Context: an optimization exercise on an open-source flow, tuned for small area. The choices shown serve that exercise and are no tape-out recipe.
For this run, only the layout was checked, not whether the RTL still works.
Power is estimated from default activity; no workload was simulated.

==> design/flow/design.v <==
module gf32_mul (
    input  wire [4:0] a,
    input  wire [4:0] b,
    output wire [4:0] p
);
    wire [8:0] full;
    assign full = ({9{b[0]}} & {4'b0, a})
                ^ ({9{b[1]}} & {3'b0, a, 1'b0})
                ^ ({9{b[2]}} & {2'b0, a, 2'b0})
                ^ ({9{b[3]}} & {1'b0, a, 3'b0})
                ^ ({9{b[4]}} & {a, 4'b0});
    assign p[0] = full[0] ^ full[5] ^ full[8];
    assign p[1] = full[1] ^ full[6];
    assign p[2] = full[2] ^ full[5] ^ full[7] ^ full[8];
    assign p[3] = full[3] ^ full[6] ^ full[8];
    assign p[4] = full[4] ^ full[7];
endmodule
module gf32_inv (
    input  wire [4:0] a,
    output reg  [4:0] y
);
    always @(*) begin
        case (a)
            5'd0:  y = 5'd0;
            5'd1:  y = 5'd1;
            5'd2:  y = 5'd18;
            5'd3:  y = 5'd28;
            5'd4:  y = 5'd9;
            5'd5:  y = 5'd23;
            5'd6:  y = 5'd14;
            5'd7:  y = 5'd12;
            5'd8:  y = 5'd22;
            5'd9:  y = 5'd4;
            5'd10: y = 5'd25;
            5'd11: y = 5'd16;
            5'd12: y = 5'd7;
            5'd13: y = 5'd15;
            5'd14: y = 5'd6;
            5'd15: y = 5'd13;
            5'd16: y = 5'd11;
            5'd17: y = 5'd24;
            5'd18: y = 5'd2;
            5'd19: y = 5'd29;
            5'd20: y = 5'd30;
            5'd21: y = 5'd26;
            5'd22: y = 5'd8;
            5'd23: y = 5'd5;
            5'd24: y = 5'd17;
            5'd25: y = 5'd10;
            5'd26: y = 5'd21;
            5'd27: y = 5'd31;
            5'd28: y = 5'd3;
            5'd29: y = 5'd19;
            5'd30: y = 5'd20;
            default: y = 5'd27;
        endcase
    end
endmodule
module bch31_decoder (
    input  wire        clk,
    input  wire        rst,
    input  wire        in_valid,
    input  wire [30:0] in_word,
    input  wire [1:0]  in_limit,
    input  wire        in_tag,        
    output reg         out_valid,
    output reg         out_ok,        
    output reg  [30:0] out_word,      
    output reg  [1:0]  out_errors,    
    output reg         out_tag
);
    localparam [154:0] ALPHA_POW = {
        5'd18, 5'd9,  5'd22, 5'd11, 5'd23, 5'd25, 5'd30, 5'd15,
        5'd21, 5'd24, 5'd12, 5'd6,  5'd3,  5'd19, 5'd27, 5'd31,
        5'd29, 5'd28, 5'd14, 5'd7,  5'd17, 5'd26, 5'd13, 5'd20,
        5'd10, 5'd5,  5'd16, 5'd8,  5'd4,  5'd2,  5'd1
    };
    wire [4:0] s1_terms [0:30];
    wire [4:0] s3_terms [0:30];
    wire [4:0] s5_terms [0:30];
    genvar i;
    generate
        for (i = 0; i < 31; i = i + 1) begin : g_syn
            assign s1_terms[i] = in_word[i] ? ALPHA_POW[5*((i*1) % 31) +: 5] : 5'd0;
            assign s3_terms[i] = in_word[i] ? ALPHA_POW[5*((i*3) % 31) +: 5] : 5'd0;
            assign s5_terms[i] = in_word[i] ? ALPHA_POW[5*((i*5) % 31) +: 5] : 5'd0;
        end
    endgenerate
    reg [4:0] s1_next, s3_next, s5_next;
    integer k;
    always @(*) begin
        s1_next = 5'd0;
        s3_next = 5'd0;
        s5_next = 5'd0;
        for (k = 0; k < 31; k = k + 1) begin
            s1_next = s1_next ^ s1_terms[k];
            s3_next = s3_next ^ s3_terms[k];
            s5_next = s5_next ^ s5_terms[k];
        end
    end
    reg        syn_valid;
    reg [4:0]  s1, s3, s5;
    reg [30:0] syn_word;
    reg [1:0]  syn_limit;
    reg        syn_tag;
    always @(posedge clk) begin
        if (rst)
            syn_valid <= 1'b0;
        else
            syn_valid <= in_valid;
        s1        <= s1_next;
        s3        <= s3_next;
        s5        <= s5_next;
        syn_word  <= in_word;
        syn_limit <= in_limit;
        syn_tag   <= in_tag;
    end
    wire [4:0] s1_sq, s1_cube, s1_4, s1_5;
    gf32_mul u_sq   (.a(s1),    .b(s1), .p(s1_sq));
    gf32_mul u_cube (.a(s1_sq), .b(s1), .p(s1_cube));
    gf32_mul u_p4   (.a(s1_sq), .b(s1_sq), .p(s1_4));
    gf32_mul u_p5   (.a(s1_4),  .b(s1), .p(s1_5));
    wire [4:0] d_val = s1_cube ^ s3;
    wire [4:0] s1sq_s3;
    gf32_mul u_n (.a(s1_sq), .b(s3), .p(s1sq_s3));
    wire [4:0] n_val = s1sq_s3 ^ s5;
    wire [4:0] d_inv;
    gf32_inv u_dinv (.a(d_val), .y(d_inv));
    wire [4:0] sig1 = s1;
    wire [4:0] n_over_d;
    gf32_mul u_sig2 (.a(n_val), .b(d_inv), .p(n_over_d));
    wire [4:0] sig2 = (d_val != 5'd0) ? n_over_d : 5'd0;
    wire [4:0] s1_sig2;
    gf32_mul u_sig3 (.a(s1), .b(sig2), .p(s1_sig2));
    wire [4:0] sig3 = (d_val != 5'd0) ? (d_val ^ s1_sig2) : 5'd0;
    wire [1:0] degree = (sig3 != 5'd0) ? 2'd3 :
                        (sig2 != 5'd0) ? 2'd2 :
                        (sig1 != 5'd0) ? 2'd1 : 2'd0;
    wire [30:0] err_mask;
    generate
        for (i = 0; i < 31; i = i + 1) begin : g_chien
            wire [4:0] x1 = ALPHA_POW[5*(((31 - i) * 1) % 31) +: 5];
            wire [4:0] x2 = ALPHA_POW[5*(((31 - i) * 2) % 31) +: 5];
            wire [4:0] x3 = ALPHA_POW[5*(((31 - i) * 3) % 31) +: 5];
            wire [4:0] t1, t2, t3;
            gf32_mul u_t1 (.a(sig1), .b(x1), .p(t1));
            gf32_mul u_t2 (.a(sig2), .b(x2), .p(t2));
            gf32_mul u_t3 (.a(sig3), .b(x3), .p(t3));
            assign err_mask[i] = ((5'd1 ^ t1 ^ t2 ^ t3) == 5'd0);
        end
    endgenerate
    reg [5:0] roots;
    always @(*) begin
        roots = 6'd0;
        for (k = 0; k < 31; k = k + 1)
            roots = roots + {5'd0, err_mask[k]};
    end
    wire syn_zero   = (s1 == 5'd0) && (s3 == 5'd0) && (s5 == 5'd0);
    wire consistent = (d_val != 5'd0) || (s5 == s1_5);
    wire located    = (degree != 2'd0) && consistent && (roots == {4'd0, degree});
    wire in_limit_ok = (degree <= syn_limit);
    wire dec_ok     = syn_zero || (located && in_limit_ok);
    always @(posedge clk) begin
        if (rst)
            out_valid <= 1'b0;
        else
            out_valid <= syn_valid;
        out_ok     <= dec_ok;
        out_word   <= syn_word ^ (syn_zero ? 31'd0 : err_mask);
        out_errors <= syn_zero ? 2'd0 : degree;
        out_tag    <= syn_tag;
    end
endmodule
module jomen_framer (
    input  wire        clk,
    input  wire        rst,
    input  wire        drop,
    input  wire        chip_valid,
    input  wire        chip,
    input  wire [5:0]  cfg_sync,
    input  wire        cfg_sync_tol,
    output reg         sync_found,    
    output reg         word_valid,    
    output reg  [30:0] word,          
    output reg         word_sync_err  
);
    localparam [1:0] ST_SEARCH = 2'd0,
                     ST_SYNC   = 2'd1,
                     ST_CODE   = 2'd2;
    reg [1:0]  state;
    reg [30:0] hist;         
    reg [4:0]  nchips;       
    reg [5:0]  since_align;  
    reg        have_cand;
    reg [4:0]  cand_errs;
    reg [1:0]  cand_left;    
    reg [1:0]  cand_age;     
    reg [4:0]  code_cnt;     
    reg [15:0] sync_word;
    always @(*) begin
        sync_word = cfg_sync[5] ? 16'h112D : 16'h111E;
        if (cfg_sync[4]) sync_word = sync_word ^ 16'hFFFF;
        if (cfg_sync[3]) sync_word = sync_word ^ 16'h00FF;
        if (cfg_sync[2]) sync_word = sync_word ^ 16'h0F0F;
        if (cfg_sync[1]) sync_word = sync_word ^ 16'h3333;
        if (cfg_sync[0]) sync_word = sync_word ^ 16'h5555;
    end
    wire [30:0] hist_next = {hist[29:0], chip};
    wire [4:0]  nchips_next = (nchips == 5'd16) ? nchips : nchips + 5'd1;
    wire [15:0] diff = hist_next[15:0] ^ sync_word;
    reg  [4:0]  errs;
    integer k;
    always @(*) begin
        errs = 5'd0;
        for (k = 0; k < 16; k = k + 1)
            errs = errs + {4'd0, diff[k]};
    end
    wire        full16  = (nchips_next == 5'd16);
    wire [5:0]  pos     = since_align + 6'd1;
    wire        pos_match = full16 && (errs <= {4'd0, cfg_sync_tol});
    always @(posedge clk) begin
        sync_found <= 1'b0;
        word_valid <= 1'b0;
        if (rst || drop) begin
            state     <= ST_SEARCH;
            nchips    <= 5'd0;
            have_cand <= 1'b0;
        end else if (chip_valid) begin
            hist   <= hist_next;
            nchips <= nchips_next;
            case (state)
                ST_SEARCH: begin
                    if (nchips_next >= 5'd8 && hist_next[7:0] == 8'b10101010) begin
                        state       <= ST_SYNC;
                        since_align <= 6'd0;
                        have_cand   <= 1'b0;
                    end
                end
                ST_SYNC: begin
                    since_align <= pos;
                    if (!have_cand) begin
                        if (pos_match && pos <= 6'd40) begin
                            have_cand <= 1'b1;
                            cand_errs <= errs;
                            cand_left <= 2'd2;
                            cand_age  <= 2'd0;
                        end else if (pos >= 6'd40) begin
                            state  <= ST_SEARCH;
                            nchips <= 5'd0;
                        end
                    end else begin
                        if (full16 && errs < cand_errs) begin
                            cand_errs <= errs;
                            cand_age  <= 2'd0;
                        end else begin
                            cand_age  <= cand_age + 2'd1;
                        end
                        cand_left <= cand_left - 2'd1;
                        if (cand_left == 2'd1) begin
                            state      <= ST_CODE;
                            sync_found <= 1'b1;
                            have_cand  <= 1'b0;
                            if (full16 && errs < cand_errs) begin
                                code_cnt      <= 5'd0;
                                word_sync_err <= (errs != 5'd0);
                            end else begin
                                code_cnt      <= {3'd0, cand_age} + 5'd1;
                                word_sync_err <= (cand_errs != 5'd0);
                            end
                        end
                    end
                end
                default: begin  
                    code_cnt <= code_cnt + 5'd1;
                    if (code_cnt == 5'd30) begin
                        word_valid <= 1'b1;
                        word       <= hist_next;
                        state      <= ST_SEARCH;
                        nchips     <= 5'd0;
                    end
                end
            endcase
        end
    end
endmodule
module jomen_matcher (
    input  wire        clk,
    input  wire        rst,           
    input  wire        drop,          
    input  wire        chip_valid,    
    input  wire        chip,
    input  wire [5:0]  cfg_sync,      
    input  wire        cfg_sync_tol,  
    input  wire [1:0]  cfg_correct,   
    output wire        sync_found,
    output wire        word_valid,
    output wire        word_ok,
    output wire [12:0] word_code,
    output wire [2:0]  word_reason,
    output wire [1:0]  word_errors,
    output wire        word_sync_err
);
    wire        frm_valid;
    wire [30:0] frm_word;
    wire        frm_sync_err;
    jomen_framer u_framer (
        .clk           (clk),
        .rst           (rst),
        .drop          (drop),
        .chip_valid    (chip_valid),
        .chip          (chip),
        .cfg_sync      (cfg_sync),
        .cfg_sync_tol  (cfg_sync_tol),
        .sync_found    (sync_found),
        .word_valid    (frm_valid),
        .word          (frm_word),
        .word_sync_err (frm_sync_err)
    );
    reg  [1:0] limit_q;
    always @(posedge clk)
        if (chip_valid)
            limit_q <= cfg_correct;
    wire [30:0] fixed;
    bch31_decoder u_dec (
        .clk        (clk),
        .rst        (rst),
        .in_valid   (frm_valid),
        .in_word    (frm_word),
        .in_limit   (limit_q),
        .in_tag     (frm_sync_err),
        .out_valid  (word_valid),
        .out_ok     (word_ok),
        .out_word   (fixed),
        .out_errors (word_errors),
        .out_tag    (word_sync_err)
    );
    assign word_code   = fixed[27:15];
    assign word_reason = fixed[30:28];
endmodule
==> design/flow/run.sh <==
#!/bin/bash
# synth_recipe.tcl (not shown) runs the flow's synth.tcl, then flattens the netlist and writes it again
# the make line also repeats each setting of config.mk as NAME=value (left out here)
make -C /OpenROAD-flow-scripts/flow DESIGN_CONFIG=/design/flow/config.mk WORK_HOME=/design/flow/orfs CLKGATE_MAP_FILE= SYNTH_SCRIPT=/design/flow/synth_recipe.tcl finish
==> design/flow/config.mk <==
export PLATFORM = sky130hd
export DESIGN_NAME = jomen_matcher
export DESIGN_NICKNAME = jomen_matcher
export VERILOG_FILES = /design/flow/design.v
export SDC_FILE = /design/flow/constraint.sdc
export NUM_CORES = 4
export LEC_CHECK = 0
export CAP_MARGIN = 20
export CORE_MARGIN = 2
export CORE_UTILIZATION = 40
export SLEW_MARGIN = 20
==> design/flow/constraint.sdc <==
create_clock -name core_clock -period 20.0 [get_ports {clk}]
set_input_delay 4.0000 -clock core_clock [delete_from_list [all_inputs] [get_ports {clk}]]
set_output_delay 4.0000 -clock core_clock [all_outputs]
set_load 0.01 [all_outputs]
==> run_summary.xml <==
<?xml version="1.0" encoding="UTF-8"?>
<metrics>
  <group name="setup_path">
    <metric name="path_class" unit="">flip-flop to flip-flop</metric>
    <metric name="reg_to_reg_critical_path_endpoint" unit="">u_dec.out_ok</metric>
    <metric name="cp-start-kind" unit="">flip-flop</metric>
    <metric name="path_max_fanout" unit="">31</metric>
    <metric name="critical_path_arrival" unit="ns">15.22</metric>
    <metric name="last_element_of_the_critical_path" unit="">u_dec.out_ok</metric>
    <metric name="path_common_cell" unit="">inv_1</metric>
    <metric name="ff2ff_path_depth" unit="">44</metric>
    <metric name="critPathRequiredTime" unit="ns">20.34</metric>
    <metric name="cp_slowest_stage_delay" unit="ns">0.91</metric>
    <metric name="cp-end-kind" unit="">flip-flop</metric>
    <metric name="critical_path.reg2reg.startpoint" unit="">u_dec.s1[3]</metric>
    <metric name="ff2ff_setup_slack" unit="ns">5.12</metric>
    <metric name="worst_path_max_delay_cell" unit="">a2111oi_0</metric>
    <metric name="startpoint" unit="">u_dec.s1[3]</metric>
  </group>
  <group name="place">
    <metric name="dp_worst_setup_slack" unit="ns">5.190</metric>
    <metric name="place_area" unit="mm²">0.01679</metric>
    <metric name="gp_congestion" unit="">0.9963</metric>
    <metric name="dp_hpwl" unit="µm">35630</metric>
    <metric name="place.port_buffers" unit="">35</metric>
  </group>
  <group name="route">
    <metric name="route.detailed.drc" unit="">0</metric>
    <metric name="highest-signal-layer" unit="">met4</metric>
    <metric name="met1Wirelength" unit="µm">19730</metric>
    <metric name="postRouteAntennaNets" unit="">0</metric>
    <metric name="vias" unit="">11410</metric>
    <metric name="detail_route.vias_per_cell" unit="">5.279</metric>
    <metric name="detail_route.first_pass.iterations" unit="">5</metric>
    <metric name="wirelength" unit="µm">45780</metric>
    <metric name="met2_length" unit="µm">20890</metric>
    <metric name="first_iter_violations" unit="">877</metric>
    <metric name="wire_per_inst" unit="µm">21.18</metric>
    <metric name="routed-wl-met3" unit="µm">3040</metric>
  </group>
  <group name="logic_synthesis">
    <metric name="ys.warnings.count" unit="">4</metric>
    <metric name="post-synth-top-area-cell" unit="">xnor2_1</metric>
    <metric name="yosys.area.top_type_share" unit="%">27.95</metric>
    <metric name="syn-instance-count" unit="">1609</metric>
    <metric name="ys_seq_elements" unit="">150</metric>
    <metric name="mappedNetlistNets" unit="">1729</metric>
    <metric name="post_synth_instance_area" unit="mm²">0.01589</metric>
    <metric name="synthFlopType" unit="">edfxtp_1</metric>
    <metric name="synth.area.top_cells" unit="">xnor2_1, edfxtp_1, xor2_1, dfxtp_1, ha_1</metric>
    <metric name="synth_enable_flop_cells" unit="">84</metric>
    <metric name="synth_cell_type_count" unit="">86</metric>
    <metric name="seq_area_frac_synth" unit="%">24.19</metric>
    <metric name="post_synth.cell_area_avg" unit="µm²">9.874</metric>
    <metric name="asyncSetResetFlopFracSynth" unit="%">0</metric>
  </group>
  <group name="cells_and_area">
    <metric name="finish.utilization" unit="%">44.29</metric>
    <metric name="most-common-layout-cells" unit="">xnor2_1, xor2_1, edfxtp_1</metric>
    <metric name="nNetsFinal" unit="">1744</metric>
    <metric name="storage_cell_area" unit="mm²">0.003844</metric>
    <metric name="drive_above_1_share" unit="%">7.330</metric>
    <metric name="design_area" unit="mm²">0.01748</metric>
    <metric name="multiInputGateArea" unit="mm²">0.01152</metric>
    <metric name="layout.cells.most_common" unit="">xnor2_1</metric>
    <metric name="syn2layout_area_growth" unit="%">9.994</metric>
    <metric name="fillerInstances" unit="">3834</metric>
    <metric name="antenna_cells" unit="">0</metric>
  </group>
  <group name="global_routing">
    <metric name="grt_pass1_vias" unit="">11650</metric>
    <metric name="grt_start_max_net_pins" unit="">35</metric>
    <metric name="overflow" unit="">0</metric>
    <metric name="grt_first_pass_wirelength" unit="µm">70640</metric>
    <metric name="track_usage" unit="%">22.68</metric>
    <metric name="antenna_found_initial" unit="">0</metric>
  </group>
  <group name="sta">
    <metric name="grt_setup_unrepaired" unit="">no</metric>
    <metric name="slew_viol_final" unit="">0</metric>
    <metric name="timing.final.crit_share" unit="%">74.38</metric>
    <metric name="setup_tns" unit="ns">0</metric>
    <metric name="report.final.hold_viol_count" unit="">0</metric>
    <metric name="timing.slew.headroom" unit="%">30.08</metric>
    <metric name="achievable-frequency" unit="GHz">0.06722</metric>
    <metric name="finalWorstPathRequiredPeriod" unit="ns">14.88</metric>
    <metric name="report.final.setup_viol" unit="">0</metric>
    <metric name="slew_at_the_pin_closest_to_its_max_slew_limit" unit="ns">1.044</metric>
    <metric name="hold-worst-slack" unit="ns">0.3307</metric>
    <metric name="final.setup.worst_slack" unit="ns">5.124</metric>
    <metric name="fin_worst_skew" unit="ns">0.01207</metric>
  </group>
  <group name="clocking">
    <metric name="postCtsHoldBufs" unit="">0</metric>
    <metric name="postCtsSetupRepairBufs" unit="">0</metric>
    <metric name="cts.sinks" unit="">150</metric>
    <metric name="cts_buffers" unit="">17</metric>
    <metric name="clock_tree.buffer_depth" unit="">2</metric>
    <metric name="clk_transition_reported_paths" unit="ns">0.07</metric>
    <metric name="ctsResizeCount" unit="">0</metric>
    <metric name="worst_skew_pair.late_latency" unit="ns">0.43</metric>
    <metric name="cts-root-buf" unit="">clkbuf_16</metric>
    <metric name="h-tree-depth" unit="">4</metric>
    <metric name="cts_tree" unit="">done</metric>
  </group>
  <group name="run_status">
    <metric name="run_status" unit="">no timing/DRC/antenna violations</metric>
  </group>
  <group name="floorplanning">
    <metric name="core_area" unit="mm²">0.03946</metric>
    <metric name="dieHeight" unit="µm">203.3</metric>
    <metric name="rows" unit="">73</metric>
    <metric name="start_util" unit="%">40.27</metric>
    <metric name="chipWidth" unit="µm">203.3</metric>
    <metric name="design.die.area" unit="mm²">0.04133</metric>
    <metric name="design.portCount" unit="">36</metric>
  </group>
  <group name="power">
    <metric name="power.density_cell_area" unit="mW/mm²">55.50</metric>
    <metric name="static-leakage-power" unit="nW">6.478</metric>
    <metric name="worst_ir_drop_vdd" unit="mV">0.1761</metric>
  </group>
  <group name="min_path">
    <metric name="min_path_type" unit="">flip-flop to flip-flop</metric>
  </group>
  <group name="flow_run">
    <metric name="timing.max_cap.violations" unit="">0</metric>
  </group>
</metrics>
==> critical path: cells and delay by family, from the launching register on <==
| family | cells | cell delay (ns) |
|---|---|---|
| and+or+nand+nor | 3 | 0.83 |
| AOI/OAI and AO/OA | 3 | 1.11 |
| DFF | 1 | 0.30 |
| muxes | 3 | 1.21 |
| buffers and inverters | 11 | 1.63 |
| xor gates and xnor gates | 11 | 3.65 |
| adders and majority gates | 13 | 6.01 |
==> cells in the mapped netlist, types with 4 or more instances <==
cell type and n:
xnor3_2 6, edfxtp_1 84, inv_1 60, o211ai_1 7, o22ai_1 6, o21a_1 4, buf_1 14, nand2_1 71
or2_2 6, nand4_1 14, nand3_1 49, mux2i_1 25, a31oi_1 6, a21oi_1 35, nor2_2 4, fa_1 33
nor2b_1 25, xor2_1 162, nor2_1 74, xor3_1 5, buf_2 15, dfxtp_1 66, o21ai_0 28, mux2i_4 4
or3_1 13, nor3_1 24, xnor3_1 21, ha_1 73, nor4_1 9, xnor2_1 507, nand2_2 4, and2_1 8
o21ai_1 4, and3_1 13, clkbuf_1 27, xnor2_2 11, nand2b_1 14
==> registers in the layout, indices dropped and copies added, names as in the netlist, 2 cells and up <==
name and flops:
u_dec.out_word 16, u_dec.syn_limit 2, u_framer.cand_age 2, u_framer.word 31, u_dec.out_errors 2, u_dec.s1 5, u_framer.state 2, u_framer.hist 30
u_dec.s3 5, u_framer.nchips 5, limit_q 2, u_framer.cand_left 2, u_framer.since_align 6, u_framer.cand_errs 5, u_framer.code_cnt 5, u_dec.syn_word 16
u_dec.s5 5
==> area by class of cell <==
| cell class | count | share of cell area [%] |
|---|---|---|
| clock buffer | 17 | 2.434 |
| multi-input combinational | 1331 | 65.93 |
| sequential | 150 | 21.99 |
| timing repair buffer | 59 | 3.150 |
| tap | 525 | 3.759 |
| clock inverter | 15 | 1.317 |
| inverter | 65 | 1.410 |
==> per-layer routing <==
layer | global-route usage (%) | up-vias
met5 | 0 | -
met1 | 29.90 | 5564
met2 | 36.63 | 417
met4 | 10.22 | 0
li1 | - | 5324
met3 | 3.643 | 109
==> worst min-delay path by stage <==
stage / startpoint / slack (ns) / to / cells after the start
after CTS: u_dec.syn_tag / 0.34 / u_dec.out_tag / 0
after global routing: u_dec.syn_tag / 0.35 / u_dec.out_tag / 0
after floorplan: u_dec.syn_tag / 0.31 / u_dec.out_tag / 0
after detailed placement: u_dec.syn_tag / 0.32 / u_dec.out_tag / 0
after global placement: u_dec.syn_tag / 0.32 / u_dec.out_tag / 0
final: u_dec.syn_tag / 0.33 / u_dec.out_tag / 0
==> report_power, final <==
part           total, mW  switching (mW)  leakage, nW  internal, mW
Clock              0.352           0.137        0.318         0.215
Sequential         0.341         0.00147         1.33         0.339
Combinational      0.277           0.150         4.83         0.127
==> stage by stage <==
stage	power, mW	cells
after floorplan	0.5663	1609
after global placement	0.6192	2129
after detailed placement	0.6306	2129
after CTS	0.9846	2161
after global routing	1.036	2162
final	0.9698	2162
==> kinds of logic after synthesis <==
kind of cell,after synthesis,synth area share [%]
multiplexers,32,2.496
AO/OA/AOI/OAI,122,4.930
flip-flops,150,24.19
AND/OR/NAND/NOR,351,11.27
buffers and inverters,128,3.434
adder cells (fa/ha/maj),106,9.907
XOR/XNOR,720,43.77

[port drivers added, routing unchanged]
The flow's constraints put no driver on any port. The routed layout listed below was extracted and timed again, unchanged, in two steps.
Step 1 assumes that a clkbuf_16 drives the clock port and a buf_2 every other input.
Step 2 moves the port delays by t, midway between the first and last clock arrival at a register: inputs arrive t later, outputs are due t later. That takes back most of the time a late clock gives input paths.
a / b / c = ideal / step 1 / step 2; a / b = the first two.
shift t [ns]: 0.464
setup WS [ns]: 5.124 / 5.124 / 5.124
slew at the worst register clock pin (ns): 0.07 / 0.07
worst data-port slew with drivers (ns): 0.03
pins driven straight from the clock port: 1
After both steps setup and hold are still met in this run. For this run, drivers alone change the setup slack by 0.000 ns; drivers and shift together by 0.000 ns.
